From an optimization exercise on the open Yosys and OpenROAD flow, aimed at small area and a short achievable clock period; shortcuts taken in it are not production practice. The RTL was checked by simulation tests, not by an equivalence proof against the original design.

--- design/flow/run.sh ---
#!/bin/bash
# synth_recipe.tcl (not shown) runs the flow's synth.tcl, then flattens the netlist and writes it again
# the make line also repeats each setting of config.mk as NAME=value (left out here)
make -C /OpenROAD-flow-scripts/flow DESIGN_CONFIG=/design/flow/config.mk WORK_HOME=/design/flow/orfs CLKGATE_MAP_FILE= SYNTH_SCRIPT=/design/flow/synth_recipe.tcl finish
--- design/flow/design.v ---
module janus_rail (
    input  wire        clk,
    input  wire        rst,
    input  wire        w_valid,
    input  wire        w_first,
    input  wire        w_last,
    input  wire [29:0] coded,
    input  wire [23:0] plain,
    input  wire        par,
    input  wire [5:0]  flags_plain,
    input  wire [5:0]  flags_coded,
    output reg         done,
    output reg         mis,         
    output reg  [1:0]  cause,       
    output reg  [5:0]  word,        
    output reg         plain_bad,   
    output reg         coded_bad,   
    output reg  [23:0] rec_plain,   
    output reg  [29:0] rec_coded    
);
    localparam [1:0] C_VALUE = 2'd0, C_REMAINDER = 2'd1, C_FLAG = 2'd2, C_PARITY = 2'd3;
    wire signed [29:0] coded_s = coded;
    wire signed [29:0] rem     = coded_s % 30'sd59;
    wire signed [29:0] quo     = coded_s / 30'sd59;
    wire signed [29:0] plain_x = {{6{plain[23]}}, plain};
    wire parity_ok = ~^{par, plain};
    wire rem_zero  = (rem == 30'sd0);
    wire value_ok  = (quo == plain_x);
    reg        s_found;
    reg [1:0]  s_cause;
    reg [5:0]  s_word;
    reg        s_pbad;
    reg        s_cbad;
    reg [5:0]  s_idx;
    reg [23:0] s_plain;
    reg [29:0] s_coded;
    wire        p_found = w_first ? 1'b0  : s_found;
    wire [1:0]  p_cause = w_first ? 2'd0  : s_cause;
    wire [5:0]  p_word  = w_first ? 6'd0  : s_word;
    wire        p_pbad  = w_first ? 1'b0  : s_pbad;
    wire        p_cbad  = w_first ? 1'b0  : s_cbad;
    wire [5:0]  p_idx   = w_first ? 6'd0  : s_idx;
    wire [23:0] p_plain = w_first ? plain : s_plain;    
    wire [29:0] p_coded = w_first ? coded : s_coded;
    reg        n_found;
    reg [1:0]  n_cause;
    reg [5:0]  n_word;
    reg [23:0] n_plain;
    reg [29:0] n_coded;
    always @(*) begin
        n_found = p_found;
        n_cause = p_cause;
        n_word  = p_word;
        n_plain = p_plain;
        n_coded = p_coded;
        if (!p_found) begin
            if (!parity_ok) begin
                n_found = 1'b1;
                n_cause = C_PARITY;
            end else if (!rem_zero) begin
                n_found = 1'b1;
                n_cause = C_REMAINDER;
            end else if (!value_ok) begin
                n_found = 1'b1;
                n_cause = C_VALUE;
            end
            if (n_found) begin
                n_word  = p_idx;
                n_plain = plain;
                n_coded = coded;
            end
        end
    end
    wire n_pbad = p_pbad | ~parity_ok;
    wire n_cbad = p_cbad | ~rem_zero;
    wire flag_mis = (flags_plain != flags_coded);
    always @(posedge clk) begin
        if (rst) begin
            s_found   <= 1'b0;
            s_cause   <= 2'd0;
            s_word    <= 6'd0;
            s_pbad    <= 1'b0;
            s_cbad    <= 1'b0;
            s_idx     <= 6'd0;
            s_plain   <= 24'd0;
            s_coded   <= 30'd0;
            done      <= 1'b0;
            mis       <= 1'b0;
            cause     <= 2'd0;
            word      <= 6'd0;
            plain_bad <= 1'b0;
            coded_bad <= 1'b0;
            rec_plain <= 24'd0;
            rec_coded <= 30'd0;
        end else begin
            done <= w_valid & w_last;
            if (w_valid) begin
                s_found <= n_found;
                s_cause <= n_cause;
                s_word  <= n_word;
                s_pbad  <= n_pbad;
                s_cbad  <= n_cbad;
                s_idx   <= p_idx + 6'd1;
                s_plain <= n_plain;
                s_coded <= n_coded;
                if (w_last) begin
                    plain_bad <= n_pbad;
                    coded_bad <= n_cbad;
                    if (n_found) begin
                        mis       <= 1'b1;
                        cause     <= n_cause;
                        word      <= n_word;
                        rec_plain <= n_plain;
                        rec_coded <= n_coded;
                    end else if (flag_mis) begin
                        mis       <= 1'b1;
                        cause     <= C_FLAG;
                        word      <= 6'd0;
                        rec_plain <= n_plain;
                        rec_coded <= n_coded;
                    end else begin
                        mis       <= 1'b0;
                        cause     <= 2'd0;
                        word      <= 6'd0;
                        rec_plain <= 24'd0;
                        rec_coded <= 30'd0;
                    end
                end
            end
        end
    end
endmodule
module janus_cmp (
    input  wire        clk,
    input  wire        rst,
    input  wire        in_valid,
    input  wire        in_first,
    input  wire        in_last,
    input  wire [3:0]  in_axis,
    input  wire [29:0] in_coded,
    input  wire [23:0] in_plain_a,
    input  wire        in_par_a,
    input  wire [23:0] in_plain_b,
    input  wire        in_par_b,
    input  wire [5:0]  in_flags_plain,
    input  wire [5:0]  in_flags_coded,
    input  wire        cap_first,
    input  wire        clr_cnt,
    input  wire        clr_cap,
    output wire        v_valid,
    output wire [3:0]  v_axis,
    output wire        v_match,
    output wire [1:0]  v_rails,
    output wire [1:0]  v_cause,
    output wire [5:0]  v_word,
    output wire        v_plain_ok,
    output wire        v_coded_ok,
    output wire [23:0] v_plain,
    output wire [29:0] v_coded,
    input  wire [3:0]  rd_addr,
    output reg  [31:0] rd_data
);
    localparam [1:0] C_PARITY = 2'd3;
    reg        i_valid, i_first, i_last;
    reg [3:0]  i_axis;
    reg [29:0] i_coded;
    reg [23:0] i_plain_a, i_plain_b;
    reg        i_par_a, i_par_b;
    reg [5:0]  i_fp, i_fc;
    always @(posedge clk) begin
        if (rst) begin
            i_valid <= 1'b0;
            i_first <= 1'b0;
            i_last  <= 1'b0;
        end else begin
            i_valid <= in_valid;
            i_first <= in_first;
            i_last  <= in_last;
        end
        i_axis    <= in_axis;
        i_coded   <= in_coded;
        i_plain_a <= in_plain_a;
        i_par_a   <= in_par_a;
        i_plain_b <= in_plain_b;
        i_par_b   <= in_par_b;
        i_fp      <= in_flags_plain;
        i_fc      <= in_flags_coded;
    end
    wire        a_done, a_mis, a_pbad, a_cbad;
    wire [1:0]  a_cause;
    wire [5:0]  a_word;
    wire [23:0] a_plain;
    wire [29:0] a_coded;
    wire        b_done, b_mis, b_pbad, b_cbad;
    wire [1:0]  b_cause;
    wire [5:0]  b_word;
    wire [23:0] b_plain;
    wire [29:0] b_coded;
    janus_rail rail_a (
        .clk(clk), .rst(rst),
        .w_valid(i_valid), .w_first(i_first), .w_last(i_last),
        .coded(i_coded), .plain(i_plain_a), .par(i_par_a),
        .flags_plain(i_fp), .flags_coded(i_fc),
        .done(a_done), .mis(a_mis), .cause(a_cause), .word(a_word),
        .plain_bad(a_pbad), .coded_bad(a_cbad),
        .rec_plain(a_plain), .rec_coded(a_coded)
    );
    janus_rail rail_b (
        .clk(clk), .rst(rst),
        .w_valid(i_valid), .w_first(i_first), .w_last(i_last),
        .coded(i_coded), .plain(i_plain_b), .par(i_par_b),
        .flags_plain(i_fp), .flags_coded(i_fc),
        .done(b_done), .mis(b_mis), .cause(b_cause), .word(b_word),
        .plain_bad(b_pbad), .coded_bad(b_cbad),
        .rec_plain(b_plain), .rec_coded(b_coded)
    );
    reg [3:0] cur_axis;
    reg [3:0] res_axis;
    reg [5:0] res_fp, res_fc;
    always @(posedge clk) begin
        if (i_valid && i_first)
            cur_axis <= i_axis;
        if (i_valid && i_last) begin
            res_axis <= i_first ? i_axis : cur_axis;
            res_fp   <= i_fp;
            res_fc   <= i_fc;
        end
    end
    wire use_b = ~a_mis;
    assign v_valid    = a_done;
    assign v_axis     = res_axis;
    assign v_rails    = {b_mis, a_mis};
    assign v_match    = ~a_mis & ~b_mis;
    assign v_cause    = use_b ? b_cause : a_cause;
    assign v_word     = use_b ? b_word  : a_word;
    assign v_plain    = use_b ? b_plain : a_plain;
    assign v_coded    = use_b ? b_coded : a_coded;
    assign v_plain_ok = ~(a_pbad | b_pbad);
    assign v_coded_ok = ~(a_cbad | b_cbad);
    reg [15:0] cnt_mis;
    reg [7:0]  cnt_rail;
    reg [15:0] cnt_par;
    reg [15:0] axcnt [0:15];
    reg        cap_armed;
    reg [1:0]  cap_cause;
    reg [1:0]  cap_rails;
    reg [3:0]  cap_axis;
    reg [5:0]  cap_word;
    reg [23:0] cap_plain;
    reg [29:0] cap_coded;
    reg [5:0]  cap_fp, cap_fc;
    wire mis_now  = v_valid & ~v_match;
    wire rail_now = v_valid & (a_mis ^ b_mis);
    wire par_now  = mis_now & (v_cause == C_PARITY);
    wire cap_now  = mis_now & (~cap_first | cap_armed | clr_cap);
    function [15:0] bump16(input [15:0] c, input clr, input inc);
        reg [15:0] b;
        begin
            b = clr ? 16'd0 : c;
            bump16 = (inc && b != 16'hFFFF) ? b + 16'd1 : b;
        end
    endfunction
    function [7:0] bump8(input [7:0] c, input clr, input inc);
        reg [7:0] b;
        begin
            b = clr ? 8'd0 : c;
            bump8 = (inc && b != 8'hFF) ? b + 8'd1 : b;
        end
    endfunction
    integer k;
    always @(posedge clk) begin
        if (rst) begin
            cnt_mis  <= 16'd0;
            cnt_rail <= 8'd0;
            cnt_par  <= 16'd0;
            for (k = 0; k < 16; k = k + 1)
                axcnt[k] <= 16'd0;
        end else begin
            cnt_mis  <= bump16(cnt_mis, clr_cnt, mis_now);
            cnt_rail <= bump8(cnt_rail, clr_cnt, rail_now);
            cnt_par  <= bump16(cnt_par, clr_cnt, par_now);
            for (k = 0; k < 16; k = k + 1)
                axcnt[k] <= bump16(axcnt[k], clr_cnt, mis_now && v_axis == k[3:0]);
        end
    end
    always @(posedge clk) begin
        if (rst) begin
            cap_armed <= 1'b1;
            cap_cause <= 2'd0;
            cap_rails <= 2'd0;
            cap_axis  <= 4'd0;
            cap_word  <= 6'd0;
            cap_plain <= 24'd0;
            cap_coded <= 30'd0;
            cap_fp    <= 6'd0;
            cap_fc    <= 6'd0;
        end else if (cap_now) begin
            cap_armed <= 1'b0;
            cap_cause <= v_cause;
            cap_rails <= v_rails;
            cap_axis  <= v_axis;
            cap_word  <= v_word;
            cap_plain <= v_plain;
            cap_coded <= v_coded;
            cap_fp    <= res_fp;
            cap_fc    <= res_fc;
        end else if (clr_cap) begin
            cap_armed <= 1'b1;
            cap_cause <= 2'd0;
            cap_rails <= 2'd0;
            cap_axis  <= 4'd0;
            cap_word  <= 6'd0;
            cap_plain <= 24'd0;
            cap_coded <= 30'd0;
            cap_fp    <= 6'd0;
            cap_fc    <= 6'd0;
        end
    end
    always @(*) begin
        case (rd_addr)
            4'h0:    rd_data = {cnt_mis, 16'd0};                                   
            4'h1:    rd_data = {16'd0, cnt_rail, 8'd0};                            
            4'h2:    rd_data = {cnt_par, 16'd0};                                   
            4'h3:    rd_data = {cap_cause, cap_rails, 5'd0, cap_axis, 13'd0, cap_word};  
            4'h4:    rd_data = {8'd0, cap_plain};                                  
            4'h5:    rd_data = {2'd0, cap_coded};                                  
            4'h6:    rd_data = {18'd0, cap_fc, 2'd0, cap_fp};                      
            4'h7:    rd_data = {31'd0, cap_armed};                                 
            default: rd_data = {axcnt[{rd_addr[2:0], 1'b1}], axcnt[{rd_addr[2:0], 1'b0}]};  
        endcase
    end
endmodule
--- design/flow/constraint.sdc ---
create_clock -name core_clock -period 33.0 [get_ports {clk}]
set_input_delay 6.6000 -clock core_clock [delete_from_list [all_inputs] [get_ports {clk}]]
set_output_delay 6.6000 -clock core_clock [all_outputs]
set_load 0.01 [all_outputs]
--- design/flow/config.mk ---
export PLATFORM = sky130hd
export DESIGN_NAME = janus_cmp
export DESIGN_NICKNAME = janus_cmp
export VERILOG_FILES = /design/flow/design.v
export SDC_FILE = /design/flow/constraint.sdc
export NUM_CORES = 4
export LEC_CHECK = 0
export CAP_MARGIN = 20
export CORE_MARGIN = 2
export CORE_UTILIZATION = 40
export SLEW_MARGIN = 20
==> results.ini <==
[final_layout]
final_cells=7003
finish.net_count=5584
layout-drive-gt1-share_pct=8.21
multi_input_area_um2=27900
diodes=0
final_common_cell=dfxtp_1
seqCellArea_um2=15600
area_growth_pct=13.6
mostFrequentLayoutCells=747 x dfxtp_1, 721 x nor2_1, 452 x nand2_1, 329 x mux2i_1, 316 x a21oi_1
fillers=11016
fin_area_um2=51000

[placed_design]
io_buffers=211
dp_cells=6844
place_hpwl_mm=116
postPlaceCellArea_um2=48100
gp_congestion=0.966

[grt]
antenna_found_initial=7
grt_pass1_wl_mm=238
grtUsageTotal_pct=26.4
first_global_vias=37946
grt_start_max_net_pins=163
gr-total-overflow=0

[logic_synthesis]
synth-async-reset-ratio_pct=0
syn_inst=5393
ys_types=143
synthTopCellsByArea=dfxtp_1 33%, mux2i_1 7.3%, nor2_1 6.0%, xnor2_1 5.7%, nand2_1 3.8%
yosysWarnings=3
syn_area_um2=44900
synth_edf_count=20
syn-num-nets=5531
syn_avg_cell_area_um2=8.33
yosysSeqAreaShare_pct=34.7
synth.top_cell.area_share_pct=33.4
synth_top_area_cell=dfxtp_1
synth-seq-cells=769
synth_ff_type=dfxtp_1

[critical_path]
cp.arrival_ns=30.33
worst_path_largest_cell_delay_ns=0.81
cp_common_cell=ha_1
worst-path-buf-inv=3
r2r_start=i_coded[0]$_DFF_P_
path_max_fanout=34
critPathKind=flop to flop
rr_worst_depth=81
cp-end-kind=flop
r2r-end=rail_a.s_coded[9]$_SDFFE_PP0P_
start_kind=flop
r2r_slack_ns=3.21
critical_path_required_ns=33.54
crit_path_top_delay_cell=xnor2_1
cp_top_family=compound AO/OA/AOI/OAI gates

[hold_path]
hold_depth=0
holdPathEnd=cur_axis[3]$_DFFE_PP_
hp-class=flop to flop
worst_hold_startpoint=i_axis[3]$_DFF_P_

[cts]
cts_max_level=3
cts_resized=0
cts_setup_buffers=0
cts.reportedPaths.clkPinSlew_ns=0.06
cts_tree=built
root_buffer=clkbuf_16
cts_sinks=769
cts_made_buffers=88
ctsHoldBuffers=0
cts_buffer_depth=3
clk_latency_ns=0.69

[timing]
fin_setup_tns_ns=0
fin_crit_sh_pct=90.3
max_freq_mhz=33.6
relSlewSlack_pct=22.0
maxSlewViolCount=0
tightest_slew_ns=1.17
rsz0062_at_grt=false
fin_crit_ns=29.79
setup_violations=0
fin_skew_ns=0.0335
hold_viol_final=0
hold_ws_ns=0.431

[routing]
drtAntennaViolNets=0
avgViaCountPerCell=5.83
wl_mm=159
drt_first_pass_iters=6
drt_iter0_drc=3955
dr_total_vias=40820
drcViolationCount=0
wl_per_cell_um=22.6

[outcome]
outcome=timing/DRC/antenna clean

[die]
pin_count=212
num_rows=122
die_w_um=339
coreArea_um2=111000
dieArea_um2=115000
start_util_pct=40.4
fp.dieH_um=339

[flow_run]
drv_cap=0

## per-stage QoR
| step | util, % | worst slack (ns) |
|---|---|---|
| 2_1_floorplan | - | 11.24 |
| 3_3_place_gp | 43.3 | 4.38 |
| 3_5_place_dp | 43.3 | 3.79 |
| 4_1_cts | 45.9 | 3.64 |
| 5_1_grt | 45.9 | 1.25 |
| 6_report | 45.9 | 3.21 |
## worst max-delay path by stage
| stage | to | startpoint | cells past startpoint |
|---|---|---|---|
| after floorplan | rail_a.rec_coded[0]$_SDFFE_PP0P_ | i_coded[0]$_DFF_P_ | 91 |
| after global placement | rail_a.rec_coded[22]$_SDFFE_PP0P_ | i_coded[0]$_DFF_P_ | 81 |
| after detailed placement | rail_a.rec_coded[22]$_SDFFE_PP0P_ | i_coded[0]$_DFF_P_ | 81 |
| after CTS | rail_a.s_coded[7]$_SDFFE_PP0P_ | i_coded[0]$_DFF_P_ | 81 |
| after global routing | rail_a.s_coded[4]$_SDFFE_PP0P_ | i_coded[0]$_DFF_P_ | 81 |
| final | rail_a.s_coded[9]$_SDFFE_PP0P_ | i_coded[0]$_DFF_P_ | 81 |
## sequential cells by signal, summed over array words and instances, names as in the netlist, 8 cells and up
register / count
rail_a.rec_coded: 30
rail_a.s_coded: 30
cnt_rail: 8
i_plain_a: 24
rail_b.s_coded: 30
rail_b.rec_plain: 24
cnt_par: 16
cap_coded: 30
rail_b.s_plain: 24
axcnt: 256
cap_plain: 24
rail_b.rec_coded: 30
i_coded: 30
rail_a.rec_plain: 24
rail_a.s_plain: 24
cnt_mis: 16
i_plain_b: 24
## worst reg2reg max path: cells and delay by family (launching register included)
kind | cells | cell delay, ns
compound gates | 39 | 14.49
fa+ha+maj | 5 | 1.42
xor+xnor | 6 | 2.15
flops | 1 | 0.45
simple gates | 23 | 8.31
mux | 5 | 1.90
buf+inv | 3 | 0.92
## routing by layer
| layer | GRT usage (%) | vias to the layer above | routed length, um |
|---|---|---|---|
| li1 | - | 19470 | - |
| met1 | 35.1 | 19583 | 68400 |
| met2 | 42.8 | 1440 | 72400 |
| met3 | 4.28 | 321 | 10800 |
| met4 | 10.6 | 6 | 6940 |
| met5 | 0 | - | 40 |
## cells in the mapped netlist, types with 16 or more instances
cell type / number
a211o_1: 16
a211oi_1: 46
a21o_1: 18
a21oi_1: 321
a221oi_1: 26
a22oi_1: 34
a311oi_1: 22
a31oi_1: 34
and2_1: 33
and3_1: 60
and4_1: 17
buf_1: 18
buf_2: 34
buf_6: 16
clkbuf_1: 230
dfxtp_1: 749
edfxtp_1: 20
ha_1: 30
inv_1: 56
mux2_2: 86
mux2i_1: 329
nand2_1: 453
nand2b_1: 94
nand3_1: 177
nand4_1: 77
nor2_1: 724
nor2b_1: 112
nor3_1: 112
nor3b_1: 100
nor4_1: 31
o211ai_1: 35
o21a_1: 19
o21ai_0: 151
o21ai_1: 133
o22ai_1: 48
o31ai_1: 32
or2_2: 19
or3_1: 70
or4_1: 16
xnor2_1: 290
xor2_1: 153
## area by class of cell
class,instances,area share (%)
multi-input cells,4256,54.6
clock inverters,35,0.659
inverters,59,0.434
repair buffers,272,5.05
clock buffers,124,5.05
flip-flops and latches,769,30.6
well taps,1488,3.65
## kinds of logic after synthesis
| logic type | Yosys count | share of synthesized area, % |
|---|---|---|
| xor+xnor | 456 | 9.25 |
| buf+inv | 368 | 3.53 |
| fa+ha+maj | 32 | 0.883 |
| flops | 769 | 34.7 |
| simple gates | 2162 | 23.5 |
| compound gates | 1173 | 17.9 |
| mux | 433 | 10.2 |

-- separate check: timing with driven ports --
No port has a modelled driver above. Below, the same layout with a new extraction and two added sets of constraints.
Step 1, drivers: a clkbuf_16 drives clk and a buf_2 each remaining input, both assumed.
Step 2 adds t to the input delays and takes it off the output delays; t is the mean of the earliest and latest rising clock arrival at the registers after step 1. Input paths then give back, and output paths get back, about the clock's delay inside the block.
Slacks: ideal ports / drivers / drivers and shift; pairs: ideal ports / drivers.
shift t [ns]: 0.746
slack for setup (ns): 3.211 / 3.211 / 3.211
worst setup path at the end: register to register
pins driven straight from the clock port: 1
After both steps setup and hold are still met in this run. The setup slack of this run moves by 0.000 ns with the drivers and by 0.000 ns with both steps.
